From an optimization exercise on the open Yosys and OpenROAD flow, aimed at small area, a short achievable clock period and few clock cycles; shortcuts taken in it are not production practice.
Function was checked by simulation only, so behaviour that the tests miss may differ from the original.

== oak ==
Design flush_dot4, start of the top module:
module flush_dot4 (
    input  wire        clk,
    input  wire        rst,
    input  wire        in_valid,
    output wire        in_ready,
    input  wire        in_clear,
    input  wire        in_read,
    input  wire [7:0]  in_level,
    input  wire [3:0]  in_fmt_a,
    input  wire [3:0]  in_fmt_b,
    input  wire [3:0]  in_en,
    input  wire [31:0] in_a,
    input  wire [31:0] in_b,
    output reg         out_valid,
    output wire [95:0] out_acc,
    output wire [1:0]  out_tag,
    output wire        out_inexact
);
clock: 30.0 ns
lec_check: 0
abc_area: 1
abc_clock_period_in_ps: 7000
cap_margin: 20
cell_pad_in_sites_detail_placement: 2
cell_pad_in_sites_global_placement: 4
core_margin: 2
core_utilization: 30
place_density: 0.45
slew_margin: 20
standard.sh (not shown) runs the stock make flow with config.mk's settings and CLKGATE_MAP_FILE= SYNTH_SCRIPT=/design/flow/synth_recipe.tcl, a recipe that flattens the netlist after the stock synthesis.
==> flow/flow/run.sh <==
#!/bin/bash
# The standard layout (standard.sh: ORFS synthesis through finish), with
# two changes: repair_timing aims for 22.8 ns of setup slack, and buffer_ports gives each input and output port a
# sky130_fd_sc_hd__buf_1 instead of the cell it picks by default.
# The full output of the ORFS run goes to standard.log here; ORFS keeps each
# step's own log under orfs/logs/.
set -euo pipefail
bash standard.sh "BUFFER_PORTS_ARGS=-buffer_cell sky130_fd_sc_hd__buf_1" SETUP_SLACK_MARGIN=22.8 finish > standard.log 2>&1
oak finished every step from synthesis to the final layout, and the layout passed the timing, design-rule and antenna checks.
Testbench counts of oak, summed over its fixed seeds: cycles 12,032.
Relative to oak, the following input files were edited for pine:
-- flow/flow/run.sh --
<<< oak, line 4
# sky130_fd_sc_hd__buf_1 instead of the cell it picks by default.
>>> pine, line 4
# sky130_fd_sc_hd__buf_4 instead of the cell it picks by default.
<<< oak, line 8
bash standard.sh "BUFFER_PORTS_ARGS=-buffer_cell sky130_fd_sc_hd__buf_1" SETUP_SLACK_MARGIN=22.8 finish > standard.log 2>&1
>>> pine, line 8
bash standard.sh "BUFFER_PORTS_ARGS=-buffer_cell sky130_fd_sc_hd__buf_4" SETUP_SLACK_MARGIN=22.8 finish > standard.log 2>&1
Results
- pine: minimum setup slack after placement is 0.045 ns lower than what oak reported.
- Comparing pine and oak, the higher CTS buffer count is on pine.
- oak → pine: worst hold slack stayed essentially flat, worst setup slack decreased 0.026 ns, non-clock buffer share of cell area increased by 1.1 points relative to the old numbers, sequential share of layout area neither gained nor lost much.
- Topmost layer with routed signal wires: met4 -> pine, met5 -> oak
- Summary: with oak as the reference, final routed wirelength across all metal layers in pine moved up slightly.
- Area of the multi-input gates of pine is on par with oak.
[inputs] birch vs pine
-- flow/flow/run.sh --
<<< pine, line 4
# sky130_fd_sc_hd__buf_4 instead of the cell it picks by default.
>>> birch, line 4
# sky130_fd_sc_hd__buf_2 instead of the cell it picks by default.
<<< pine, line 8
bash standard.sh "BUFFER_PORTS_ARGS=-buffer_cell sky130_fd_sc_hd__buf_4" SETUP_SLACK_MARGIN=22.8 finish > standard.log 2>&1
>>> birch, line 8
bash standard.sh "BUFFER_PORTS_ARGS=-buffer_cell sky130_fd_sc_hd__buf_2" SETUP_SLACK_MARGIN=22.8 finish > standard.log 2>&1
Results
birch: full flow OK, the timing, design-rule and antenna checks passed
birch vs pine: count of non-CTS buffers in the layout up slightly
Lower count of antenna diodes in the layout goes to birch over pine.
Diff birch and pine: post-synthesis to final-layout area growth lower in birch
birch vs. pine: number of global-route vias before repair fell 580.
What maple does differently from birch at the input level:
# birch
export LEC_CHECK = 0
export ABC_AREA = 1
export ABC_CLOCK_PERIOD_IN_PS = 7000
export CAP_MARGIN = 20
export CELL_PAD_IN_SITES_DETAIL_PLACEMENT = 2
export CELL_PAD_IN_SITES_GLOBAL_PLACEMENT = 4
export CORE_MARGIN = 2
export CORE_UTILIZATION = 30
export PLACE_DENSITY = 0.45
export SLEW_MARGIN = 20
create_clock -name core_clock -period 30.0 [get_ports {clk}]
# maple
export LEC_CHECK = 0
export ABC_AREA = 1
export ABC_CLOCK_PERIOD_IN_PS = 7000
export CAP_MARGIN = 20
export CELL_PAD_IN_SITES_DETAIL_PLACEMENT = 2
export CELL_PAD_IN_SITES_GLOBAL_PLACEMENT = 4
export CORE_MARGIN = 2
export CORE_UTILIZATION = 30
export CTS_CLUSTER_DIAMETER = 70
export CTS_CLUSTER_SIZE = 30
export PLACE_DENSITY = 0.45
export SLEW_MARGIN = 20
create_clock -name core_clock -period 30.0 [get_ports {clk}]
-- flow/flow/run.sh --
<<< birch, line 4
# sky130_fd_sc_hd__buf_2 instead of the cell it picks by default.
>>> maple, line 4
# sky130_fd_sc_hd__buf_1 instead of the cell it picks by default.
<<< birch, line 8
bash standard.sh "BUFFER_PORTS_ARGS=-buffer_cell sky130_fd_sc_hd__buf_2" SETUP_SLACK_MARGIN=22.8 finish > standard.log 2>&1
>>> maple, line 8
bash standard.sh "BUFFER_PORTS_ARGS=-buffer_cell sky130_fd_sc_hd__buf_1" SETUP_SLACK_MARGIN=22.8 finish > standard.log 2>&1
==> results.txt <==
The global-route usage was comparable across maple and birch.
Changes observed in maple relative to birch: utilization now sits at about the same level; post-detailed-placement cell area fell by 0.45%.
Changes observed in maple relative to birch: tapcell count about even; sequential portion of the cell area about even; fmax about even; share of cells above drive strength 1 fell 0.76 points.
Run comparison: maple end point of the critical path out_acc[74]; birch end point of the critical path out_acc[75]


flush_dot4, a different RTL version from the one above (not shown whole).
Size in the first run: about 6100 cells after synthesis.
export LEC_CHECK = 0
export ABC_CLOCK_PERIOD_IN_PS = 7000
export CAP_MARGIN = 20
export CELL_PAD_IN_SITES_DETAIL_PLACEMENT = 2
export CELL_PAD_IN_SITES_GLOBAL_PLACEMENT = 4
export CORE_MARGIN = 2
export CORE_UTILIZATION = 30
export PLACE_DENSITY = 0.45
export SLEW_MARGIN = 20
create_clock -name core_clock -period 30.0 [get_ports {clk}]
==> flow/flow/run.sh <==
#!/bin/bash
# The standard layout (standard.sh: ORFS synthesis through finish), with
# two changes: repair_timing aims for 22.8 ns of setup slack, and buffer_ports gives each input and output port a
# sky130_fd_sc_hd__buf_4 instead of the cell it picks by default.
# The full output of the ORFS run goes to standard.log here; ORFS keeps each
# step's own log under orfs/logs/.
set -euo pipefail
bash standard.sh "BUFFER_PORTS_ARGS=-buffer_cell sky130_fd_sc_hd__buf_4" SETUP_SLACK_MARGIN=22.8 finish > standard.log 2>&1
Testbench counts at the start, summed over its fixed seeds: cycles 12,040.
Next try:
- ABC_AREA: not set -> 1
What happened: Maximum frequency hardly moves; worst setup slack improved by 0.014 ns; cell area stays flat; global-route usage is higher by 0.22 points; core utilization hardly moves; critical path depth is unchanged; area after synthesis is about the same; flip-flop and latch count does not change.

-- port drivers added, routing unchanged --
Ports are ideal in the flow. The routed layouts listed here were re-timed in OpenROAD.
Step 1 (the two cells are an assumption about what drives the block):
set clk [get_ports {clk}]
set_driving_cell -lib_cell sky130_fd_sc_hd__clkbuf_16 $clk
set_driving_cell -lib_cell sky130_fd_sc_hd__buf_2 [delete_from_list [all_inputs] $clk]
Step 2 also shifts input and output timing later by t, the mid clock arrival at the registers, as if the neighbouring blocks saw the same clock.
Three values: no drivers, after step 1, after step 2; two values: the first two.
run	t (ns)	setup WS [ns]	hold slack, ns	worst setup path at the end	pins driven straight from the clock port
oak	0.736	22.859 / 22.772 / 23.068	0.327 / 0.327 / 0.327	input to register	1
pine	0.738	22.832 / 22.745 / 23.054	0.327 / 0.327 / 0.327	input to register	1
birch	0.748	22.838 / 22.755 / 23.100	0.331 / 0.331 / 0.331	input to register	1
maple	0.746	22.830 / 22.749 / 23.045	0.339 / 0.339 / 0.339	input to register	1
the first run of note 2	0.784	22.819 / 22.734 / 22.916	0.319 / 0.319 / 0.319	input to register	1
the second run of note 2	0.764	22.833 / 22.753 / 23.004	0.319 / 0.319 / 0.319	input to register	1
After both steps every run listed still meets setup and hold.
